Context: an optimization exercise on an open-source flow, tuned for small area and a short achievable clock period. The choices shown serve that exercise and are no tape-out recipe. Where RTL was checked, it was by simulation tests only, not by an equivalence proof against the original. Power and IR drop assume default switching activity.

==> flow/design.v (excerpt) <==
module welt_rx_flight (
    input  wire         clk,
    input  wire         rst,           
    input  wire         cfg_enc,       
    input  wire         in_valid,
    input  wire [255:0] in_data,       
    output reg          s_valid,
    output reg  [2:0]   s_kind,
    output reg          s_fwd,
    output reg          s_hfail,
    output reg          f_valid,
    output reg  [1:0]   f_result,
    output reg          f_crc_ok,
    output reg          f_hdr_ok,
    output reg  [15:0]  f_fseq,
    output wire         f_fill_next,
    output wire [15:0]  f_ack_seq,
    output wire         f_nak,
    output wire [1:0]   f_nak_rpl
);
For scale: ~3000 cells after synthesis, ~400 flip-flops, about 310 I/O pins.
==> flow/config.mk <==
export PLATFORM = sky130hd
export DESIGN_NAME = welt_rx_flight
export DESIGN_NICKNAME = welt_rx_flight
export VERILOG_FILES = /design/flow/design.v
export SDC_FILE = /design/flow/constraint.sdc
export NUM_CORES = 4
export LEC_CHECK = 0
export CAP_MARGIN = 20
export CORE_MARGIN = 2
export CORE_UTILIZATION = 50
export SLEW_MARGIN = 20
==> flow/constraint.sdc <==
create_clock -name core_clock -period 10.0 [get_ports {clk}]
set_input_delay 2.0000 -clock core_clock [delete_from_list [all_inputs] [get_ports {clk}]]
set_output_delay 2.0000 -clock core_clock [all_outputs]
set_load 0.01 [all_outputs]
standard.sh (not shown) runs the stock make flow with config.mk's settings and CLKGATE_MAP_FILE= SYNTH_SCRIPT=/design/flow/synth_recipe.tcl, a recipe that flattens the netlist after the stock synthesis.
==> flow/flow/run.sh <==
#!/bin/bash
# Layout flow: the standard ORFS flow (standard.sh).  Synthesis is
# standard.sh's, unchanged.  The layout steps after it run the same make
# command with these ORFS settings:
#  - the port buffers that ORFS inserts on every input and output are
#    sky130_fd_sc_hd__buf_1 instead of ORFS's default pick (clkdlybuf4s50_1);
#  - ORFS's timing repair works to a setup slack margin of SETUP_SLACK_MARGIN ns;
set -euo pipefail
export BUFFER_PORTS_ARGS="-buffer_cell sky130_fd_sc_hd__buf_1"
export SETUP_SLACK_MARGIN=6.5
bash standard.sh synth > synth.log 2>&1
sed 's/CLKGATE_MAP_FILE= /CLKGATE_MAP_FILE= MATCH_CELL_FOOTPRINT=0 /' standard.sh > layout.sh
grep -q 'MATCH_CELL_FOOTPRINT=0' layout.sh
bash layout.sh > layout.log 2>&1
==> next run, changes <==
==> flow/flow/run.sh (replaced) <==
#!/bin/bash
# Layout flow: the standard ORFS flow (standard.sh, unchanged synthesis),
# with two ORFS settings passed through the environment:
#  - the port buffers that ORFS inserts on every input and output are
#    sky130_fd_sc_hd__buf_1 instead of ORFS's default pick (clkdlybuf4s50_1);
set -euo pipefail
export BUFFER_PORTS_ARGS="-buffer_cell sky130_fd_sc_hd__buf_1"
export SETUP_SLACK_MARGIN=6.5
bash standard.sh > standard.log 2>&1
- CORE_UTILIZATION: 50 -> 40
Clock-buffer cell count increases by 3.
Global-route usage decreases by 8.6 points.
Routed wire length increases by 6.0%.
Final cell count increases by 6.3%.
Design area increases by 1.4%.
Utilization decreases by 11 points.
Flip-flop and latch count stays the same.
Synthesized cell count stays the same.
Clock skew barely changes.
Die area increases by 25%.
==> next run, changes <==
--- a/flow/flow/run.sh
+++ b/flow/flow/run.sh
@@ -8 +8 @@
-export SETUP_SLACK_MARGIN=6.5
+export SETUP_SLACK_MARGIN=6.7
- CORE_UTILIZATION: 40 -> 50
Outcome: Utilization came out higher by 11 points; routed wire length came out lower by roughly a tenth; first-iteration DRC count came out higher by a quarter to a third; final cell count came out lower by a few percent; total power came out lower slightly.


== v34 ==
welt_rx_flight, a different RTL version from the one above (not shown whole).
For scale: ~3000 cells after synthesis, ~430 flip-flops, roughly 310 I/O pins, ~32000 um2 of cells after synthesis.
## welt_rx_flight
module welt_rx_flight (
    input  wire         clk,
    input  wire         rst,           
    input  wire         cfg_enc,       
    input  wire         in_valid,
    input  wire [255:0] in_data,       
    output reg          s_valid,
    output reg  [2:0]   s_kind,
    output reg          s_fwd,
    output reg          s_hfail,
    output reg          f_valid,
    output reg  [1:0]   f_result,
    output reg          f_crc_ok,
    output reg          f_hdr_ok,
    output reg  [15:0]  f_fseq,
    output reg          f_fill_next,
    output wire [15:0]  f_ack_seq,
    output wire         f_nak,
    output wire [1:0]   f_nak_rpl
);
clock: 10.0 ns
lec_check: 0
cap_margin: 20
core_margin: 2
core_utilization: 50
slew_margin: 20
==> flow/flow/run.sh <==
#!/bin/bash
# Layout flow: the standard ORFS flow (standard.sh, unchanged synthesis),
# with two ORFS settings passed through the environment:
#  - the port buffers that ORFS inserts on every input and output are
#    sky130_fd_sc_hd__buf_1 instead of ORFS's default pick (clkdlybuf4s50_1);
set -euo pipefail
export BUFFER_PORTS_ARGS="-buffer_cell sky130_fd_sc_hd__buf_1"
export SETUP_SLACK_MARGIN=6.5
bash standard.sh > standard.log 2>&1
v34 reached the end of the flow, and the finished layout is clean on the timing, DRC and antenna checks.
Setup changes, v34 to v24
# v34
export LEC_CHECK = 0
export CAP_MARGIN = 20
export CORE_MARGIN = 2
export CORE_UTILIZATION = 50
export SLEW_MARGIN = 20
create_clock -name core_clock -period 10.0 [get_ports {clk}]
# v24
export LEC_CHECK = 0
export CAP_MARGIN = 40
export CORE_MARGIN = 2
export CORE_UTILIZATION = 25
export SLEW_MARGIN = 40
create_clock -name core_clock -period 10.0 [get_ports {clk}]
==> flow/run.sh (new file) <==
#!/bin/bash
# synth_recipe.tcl (not shown) runs the flow's synth.tcl, then flattens the netlist and writes it again
# the make line also repeats each setting of config.mk as NAME=value (left out here)
make -C /OpenROAD-flow-scripts/flow DESIGN_CONFIG=/design/flow/config.mk WORK_HOME=/design/flow/orfs CLKGATE_MAP_FILE= SYNTH_SCRIPT=/design/flow/synth_recipe.tcl finish
removed: flow/flow/run.sh
removed: flow/standard.sh
Results
v24 closes out successfully: all stages finished, all timing, DRC and antenna checks passed. v24: cell count of the worst reg-to-reg path higher than v34. Diff v34 -> v24: routed wire length on met3 went down about 40%; global placement routability congestion down about 14%. Cell leakage power grows by more than 10% when moving from v34 to v24. Compared to v34, v24 was floorplanned on a bigger die. v24 ended up with a higher non-clock buffer count than v34 did. Sort v34 and v24 by critical path depth asc -> top: v34. Comparing v34 and v24, the lower cell area after placement is on v34. [v24 vs v34] combinational power: higher in v24. Cmp v24 vs v34: overall power higher in v24. [v24] global-route wire length before repair rose about 23% relative to v34.
> inputs changed (v24 -> v43)
# v24
export LEC_CHECK = 0
export CAP_MARGIN = 40
export CORE_MARGIN = 2
export CORE_UTILIZATION = 25
export SLEW_MARGIN = 40
create_clock -name core_clock -period 10.0 [get_ports {clk}]
# v43
export LEC_CHECK = 0
export CAP_MARGIN = 20
export CORE_MARGIN = 2
export CORE_UTILIZATION = 65
export SLEW_MARGIN = 20
create_clock -name core_clock -period 10.0 [get_ports {clk}]
==> flow/flow/run.sh (new file) <==
#!/bin/bash
# Layout flow: the standard ORFS flow (standard.sh, unchanged synthesis),
# with two placement/repair settings passed to ORFS through the environment:
#  - the port buffers that ORFS inserts on every input and output are
#    sky130_fd_sc_hd__buf_1 instead of the default pick (clkdlybuf4s50_1);
#  - timing repair works to a setup slack margin (SETUP_SLACK_MARGIN ns).
# The clock, its period and the I/O constraints are the standard flow's own.
set -euo pipefail
export BUFFER_PORTS_ARGS="-buffer_cell sky130_fd_sc_hd__buf_1"
export SETUP_SLACK_MARGIN=6.5
bash standard.sh > standard.log 2>&1
==> flow/standard.sh (new file) <==
#!/bin/bash
# synth_recipe.tcl (not shown) runs the flow's synth.tcl, then flattens the netlist and writes it again
# the make line also repeats each setting of config.mk as NAME=value (left out here)
make -C /OpenROAD-flow-scripts/flow DESIGN_CONFIG=/design/flow/config.mk WORK_HOME=/design/flow/orfs CLKGATE_MAP_FILE= SYNTH_SCRIPT=/design/flow/synth_recipe.tcl "${@:-finish}"
removed: flow/run.sh
### Flow results
- Among v43 and v24, the run that stopped before the end is v43, and it is the only one.
- global routing: v43 exited with error
- Initial cell density of the core: v43 vs v24 up 40 points
- Diff v24 -> v43 | total number of placement rows | decrease of 38%
- From v24 to v43 the numbers moved as follows: number of CTS-inserted buffers now sits lower, mux contribution to synthesized area held.
Relative to v43, the following input files were edited for v40:
# v43
export LEC_CHECK = 0
export CAP_MARGIN = 20
export CORE_MARGIN = 2
export CORE_UTILIZATION = 65
export SLEW_MARGIN = 20
create_clock -name core_clock -period 10.0 [get_ports {clk}]
# v40
export LEC_CHECK = 0
export CAP_MARGIN = 20
export CORE_MARGIN = 2
export CORE_UTILIZATION = 50
export SLEW_MARGIN = 20
create_clock -name core_clock -period 10.0 [get_ports {clk}]
## What came out
- Comparing v40 and v43, cell count after placement is higher on v40.
- Diff v40..v43 | post-synthesis sequential area ratio | unchanged
- Taking v40 as 1.0, v43 lands at 0.886 on HPWL after detailed placement.
- On post-cts repair resize count: v40 sits above v43.
- On v40: CTS buffer count is 4.4% higher than what v43 gave.
- Comparing v40 and v43, the lower starting density of the core is on v40.
- Every stage of the flow completed for v40, and the final layout passed the timing, DRC and antenna checks.
- Comparing v40 against v43, there is no change at all in complex-gate fraction of the synthesized area.
- Diff v43..v40 | total clock sinks | unchanged
- Taking v43 as 1.0, v40 lands at 1.14 on number of rows created at floorplan.
- Synthesized netlist net count came out exactly the same in v40 and v43.
- v40 vs v43: die width up by more than 10%
## Diff of input files: v21 against v40
# v40
export LEC_CHECK = 0
export CAP_MARGIN = 20
export CORE_MARGIN = 2
export CORE_UTILIZATION = 50
export SLEW_MARGIN = 20
create_clock -name core_clock -period 10.0 [get_ports {clk}]
# v21
export LEC_CHECK = 0
export CAP_MARGIN = 40
export CORE_MARGIN = 2
export CORE_UTILIZATION = 50
export SLEW_MARGIN = 70
create_clock -name core_clock -period 10.0 [get_ports {clk}]
==> flow/flow/run.sh <==
#!/bin/bash
# Layout flow: the standard ORFS flow (standard.sh, unchanged synthesis).
# The only change: the port buffers that ORFS inserts on every input and
# output are sky130_fd_sc_hd__buf_1 instead of ORFS's default pick
# (clkdlybuf4s50_1, a slow delay cell).  Clock, period and I/O constraints
# are the standard flow's own.
set -euo pipefail
export BUFFER_PORTS_ARGS="-buffer_cell sky130_fd_sc_hd__buf_1"
bash standard.sh > standard.log 2>&1
==> comparison <==
Diff v40..v21 | count of cell instances traversed by the critical path | unchanged. v21 against v40: non-clock buffer count went up 207, utilization now larger. v21 against v40: relative contribution of combinational cells to total power rose 2.6 points, overall fraction of global-route tracks in use +2.4 points, final wirelength has increased, post-cts sizing count now smaller, total design power picked up an extra about 11%.


welt_rx_flight with an RTL version that a note above also has.
For scale: roughly 3000 cells after synthesis, ~400 flip-flops, about 0.031 mm2 of cells after synthesis.
clock: 10.0 ns
lec_check: 0
cap_margin: 20
core_margin: 2
core_utilization: 50
place_density: 0.72
slew_margin: 20
==> flow/flow/run.sh <==
#!/bin/bash
# Layout flow: the standard ORFS flow (standard.sh, unchanged synthesis),
# with two ORFS settings passed through the environment:
#  - the port buffers that ORFS inserts on every input and output are
#    sky130_fd_sc_hd__buf_1 instead of ORFS's default pick (clkdlybuf4s50_1);
set -euo pipefail
export BUFFER_PORTS_ARGS="-buffer_cell sky130_fd_sc_hd__buf_1"
export SETUP_SLACK_MARGIN=6.5
bash standard.sh > standard.log 2>&1
The starting point finished clean.
Next try:
==> flow/flow/run.sh (replaced) <==
#!/bin/bash
# Layout flow: the standard ORFS flow (standard.sh, unchanged synthesis),
# with ORFS settings passed through the environment:
#  - the port buffers that ORFS inserts on every input and output are
#    sky130_fd_sc_hd__buf_1 instead of ORFS's default pick (clkdlybuf4s50_1);
#  - ORFS's timing repair works to a setup slack margin of SETUP_SLACK_MARGIN ns;
set -euo pipefail
export BUFFER_PORTS_ARGS="-buffer_cell sky130_fd_sc_hd__buf_1"
export SETUP_SLACK_MARGIN=6.5
export POST_RESIZE_TCL="$(pwd)/flow/post_resize.tcl"
bash standard.sh > standard.log 2>&1
==> flow/flow/post_resize.tcl (new file) <==
# ORFS hook at the end of the placement-stage repair_design
# (3_4_place_resized), before detailed placement legalizes the cells:
# the slot register d1 drives the wide XOR networks over long wires, so its
# flip-flops get the next drive strength (same cell type, dfxtp_1 -> dfxtp_2).
set n 0
foreach inst [get_cells {d1[*]*}] {
  if {[get_property [get_lib_cells -of_objects $inst] name] == "sky130_fd_sc_hd__dfxtp_1"} {
    replace_cell $inst sky130_fd_sc_hd__dfxtp_2
    incr n
  }
}
puts "post_resize.tcl: resized $n d1 flip-flops to dfxtp_2"
PLACE_DENSITY = default   (was 0.72)
Setup slack degrades by 0.34 ns.
Maximum frequency shrinks by 8.1%.
Cell count barely changes.
Total power grows by about 0.8%.
Routed wire length is about the same.
Next try:
==> flow/flow/post_resize.tcl (replaced) <==
# ORFS hook at the end of the placement-stage repair_design
# (3_4_place_resized), before detailed placement legalizes the cells:
# the slot register d1 drives the wide XOR networks over long wires, so its
# flip-flops get the next drive strength (same cell type, dfxtp_1 -> dfxtp_4).
set n 0
foreach inst [get_cells {d1[*]*}] {
  if {[get_property [get_lib_cells -of_objects $inst] name] == "sky130_fd_sc_hd__dfxtp_1"} {
    replace_cell $inst sky130_fd_sc_hd__dfxtp_4
    incr n
  }
}
puts "post_resize.tcl: resized $n d1 flip-flops to dfxtp_4"
Result: The changed run went through all stages and came out clean. Register-to-register slack gains 0.41 ns. Design area grows by 1.6%. Sequential power shrinks by about 2%. Synthesized cell count is unchanged. Count of clock-buffer cells in the layout shrinks by 12.


## juniper
Another version of the RTL of welt_rx_flight (not shown whole).
For scale: ~3,200 cells after synthesis, roughly 260 flip-flops.
export LEC_CHECK = 0
export CAP_MARGIN = 20
export CORE_MARGIN = 2
export CORE_UTILIZATION = 40
export SLEW_MARGIN = 20
create_clock -name core_clock -period 10.0 [get_ports {clk}]
==> flow/flow/run.sh <==
#!/bin/bash
# Layout flow: the standard ORFS flow (standard.sh, unchanged synthesis).
# The only change: the port buffers that ORFS inserts on every input and
# output are sky130_fd_sc_hd__buf_1 instead of ORFS's default pick
# (clkdlybuf4s50_1, a slow delay cell).  Clock, period and I/O constraints
# are the standard flow's own.
set -euo pipefail
export BUFFER_PORTS_ARGS="-buffer_cell sky130_fd_sc_hd__buf_1"
bash standard.sh > standard.log 2>&1
### juniper -> raven
==> flow/flow/run.sh <==
#!/bin/bash
# Layout flow: the standard ORFS flow (standard.sh, unchanged synthesis),
# with two ORFS settings passed through the environment:
#  - the port buffers that ORFS inserts on every input and output are
#    sky130_fd_sc_hd__buf_1 instead of ORFS's default pick (clkdlybuf4s50_1);
set -euo pipefail
export BUFFER_PORTS_ARGS="-buffer_cell sky130_fd_sc_hd__buf_1"
export SETUP_SLACK_MARGIN=6.5
bash standard.sh > standard.log 2>&1
diff --git a/flow/config.mk b/flow/config.mk
--- a/flow/config.mk
+++ b/flow/config.mk
@@ -8,4 +8,4 @@
 export CAP_MARGIN = 20
 export CORE_MARGIN = 2
-export CORE_UTILIZATION = 40
+export CORE_UTILIZATION = 50
 export SLEW_MARGIN = 20
==> comparison <==
Compared to juniper, raven has total vias in the final route 5.2% higher. raven against juniper: non-clock buffer count moved up, register-to-register slack fell by 0.02 ns, number of fillers in the final layout lower, final worst-path setup slack went up 0.85 ns, routed length on met1 went down 15%. Diff juniper -> raven: detailed-routed wire length on met3 now sits higher, total number of tap cells has decreased, clock group total power shows no meaningful change.
No run of this note included a check of the RTL's function; only the layout flow was run.


## nickel
welt_rx_flight with an RTL version that a note above also has.
Size: ~3000 cells after synthesis, roughly 430 flip-flops, roughly 310 I/O pins.
Settings: LEC_CHECK=0, CAP_MARGIN=20, CORE_MARGIN=2, CORE_UTILIZATION=50, SLEW_MARGIN=20; clock period 10.0 ns.
==> flow/flow/run.sh <==
#!/bin/bash
# Layout flow: the standard ORFS flow (standard.sh, unchanged synthesis).
# The only change: the port buffers that ORFS inserts on every input and
# output are sky130_fd_sc_hd__buf_1 instead of ORFS's default pick
# (clkdlybuf4s50_1, a slow delay cell).  Clock, period and I/O constraints
# are the standard flow's own.
set -euo pipefail
export BUFFER_PORTS_ARGS="-buffer_cell sky130_fd_sc_hd__buf_1"
bash standard.sh > standard.log 2>&1
Inputs modified between nickel and pepper:
==> flow/flow/run.sh <==
#!/bin/bash
# Layout flow: the standard ORFS flow (standard.sh, unchanged synthesis),
# with ORFS settings passed through the environment:
#  - the port buffers that ORFS inserts on every input and output are
#    sky130_fd_sc_hd__buf_1 instead of ORFS's default pick (clkdlybuf4s50_1);
#  - ORFS's timing repair works to a setup slack margin of SETUP_SLACK_MARGIN ns;
set -euo pipefail
export BUFFER_PORTS_ARGS="-buffer_cell sky130_fd_sc_hd__buf_1"
export SETUP_SLACK_MARGIN=6.5
export POST_RESIZE_TCL="$(pwd)/flow/post_resize.tcl"
bash standard.sh > standard.log 2>&1
==> flow/flow/post_resize.tcl (new file) <==
# ORFS hook after the placement-stage repair_design (3_4_place_resized), before
# detailed placement legalizes: repair setup timing towards the margin too.
log_cmd repair_timing -setup -setup_margin 6.5 -repair_tns 100 -verbose
Measured slew at the worst slew-check pin delta for pepper relative to nickel: 0.11 ns lower. nickel → pepper: via count decreased 507; area added between synthesis and finish has increased.
[inputs] cedar vs pepper
- CAP_MARGIN now 40, was 20
- SLEW_MARGIN now 40, was 20
- CORE_UTILIZATION now 25, was 50
==> flow/flow/run.sh <==
#!/bin/bash
# Layout flow: the standard ORFS flow (standard.sh, unchanged synthesis),
# with two placement/repair settings passed to ORFS through the environment:
#  - the port buffers that ORFS inserts on every input and output are
#    sky130_fd_sc_hd__buf_1 instead of the default pick (clkdlybuf4s50_1);
#  - timing repair works to a setup slack margin (SETUP_SLACK_MARGIN ns).
# The clock, its period and the I/O constraints are the standard flow's own.
set -euo pipefail
export BUFFER_PORTS_ARGS="-buffer_cell sky130_fd_sc_hd__buf_1"
export SETUP_SLACK_MARGIN=6.5
bash standard.sh > standard.log 2>&1
removed: flow/flow/post_resize.tcl
Results
Core box area (cedar / pepper): 2.0. [compare] base=pepper new=cedar: critical path depth comparable, clock power now larger, fraction of area in multi-input gates went down by 2.7 points. pepper has lower buffering overhead than cedar. Switching power share of the total sits higher in cedar than in pepper. cedar went all the way through the flow, and no timing, DRC or antenna check failed. Compared with pepper, cedar is hungrier on power. Compared with pepper, routability congestion estimate in cedar decreased by a little under 10%.

==> port drivers added, routing unchanged <==
The flow's constraints put no driver on any port. The routed layouts listed below were extracted and timed again, unchanged, in two steps. Step 1 assumes that a clkbuf_16 drives the clock port and a buf_2 every other input. Step 2, shift: input delay + t, output delay - t, t = (earliest + latest rising clock arrival at the registers) / 2. This alone moves slack from input paths to output paths. Three values: ideal ports, drivers, drivers and shift; two values: the first two.
run | t, ns | slack for setup (ns) | hold WS [ns] | latest minus earliest clock arrival (ns)
the first run of note 1 | 0.691 | 6.142 / 6.142 / 6.142 | 0.435 / 0.435 / 0.435 | 0.031 / 0.031
the second run of note 1 | 0.694 | 6.293 / 6.293 / 6.170 | 0.444 / 0.444 / 0.444 | 0.033 / 0.032
the third run of note 1 | 0.694 | 6.321 / 6.321 / 6.151 | 0.442 / 0.442 / 0.442 | 0.047 / 0.046
v34 | 0.695 | 6.204 / 6.204 / 6.204 | 0.337 / 0.337 / 0.337 | 0.046 / 0.046
v24 | 0.746 | 5.541 / 5.541 / 5.541 | 0.326 / 0.326 / 0.326 | 0.033 / 0.033
v40 | 0.695 | 6.204 / 6.204 / 6.204 | 0.337 / 0.337 / 0.337 | 0.046 / 0.046
v21 | 0.706 | 6.200 / 6.200 / 6.200 | 0.359 / 0.359 / 0.359 | 0.047 / 0.047
the first run of note 3 | 0.665 | 6.113 / 6.113 / 6.113 | 0.439 / 0.439 / 0.439 | 0.027 / 0.027
the second run of note 3 | 0.708 | 5.768 / 5.768 / 5.768 | 0.439 / 0.439 / 0.439 | 0.043 / 0.044
the third run of note 3 | 0.692 | 6.176 / 6.176 / 6.176 | 0.434 / 0.434 / 0.434 | 0.028 / 0.028
juniper | 0.653 | 5.443 / 5.480 / 4.827 | 0.403 / 0.403 / 0.403 | 0.040 / 0.041
raven | 0.640 | 6.290 / 6.340 / 5.700 | 0.388 / 0.388 / 0.388 | 0.026 / 0.026
nickel | 0.696 | 5.311 / 5.311 / 5.311 | 0.347 / 0.347 / 0.347 | 0.060 / 0.060
pepper | 0.678 | 6.162 / 6.162 / 6.162 | 0.362 / 0.362 / 0.362 | 0.065 / 0.064
cedar | 0.737 | 6.281 / 6.281 / 6.281 | 0.330 / 0.330 / 0.330 | 0.035 / 0.034
After both steps every run listed still meets setup and hold. The setup slack of juniper, which loses most, moves by +0.037 ns with the drivers and by -0.616 ns with both steps.
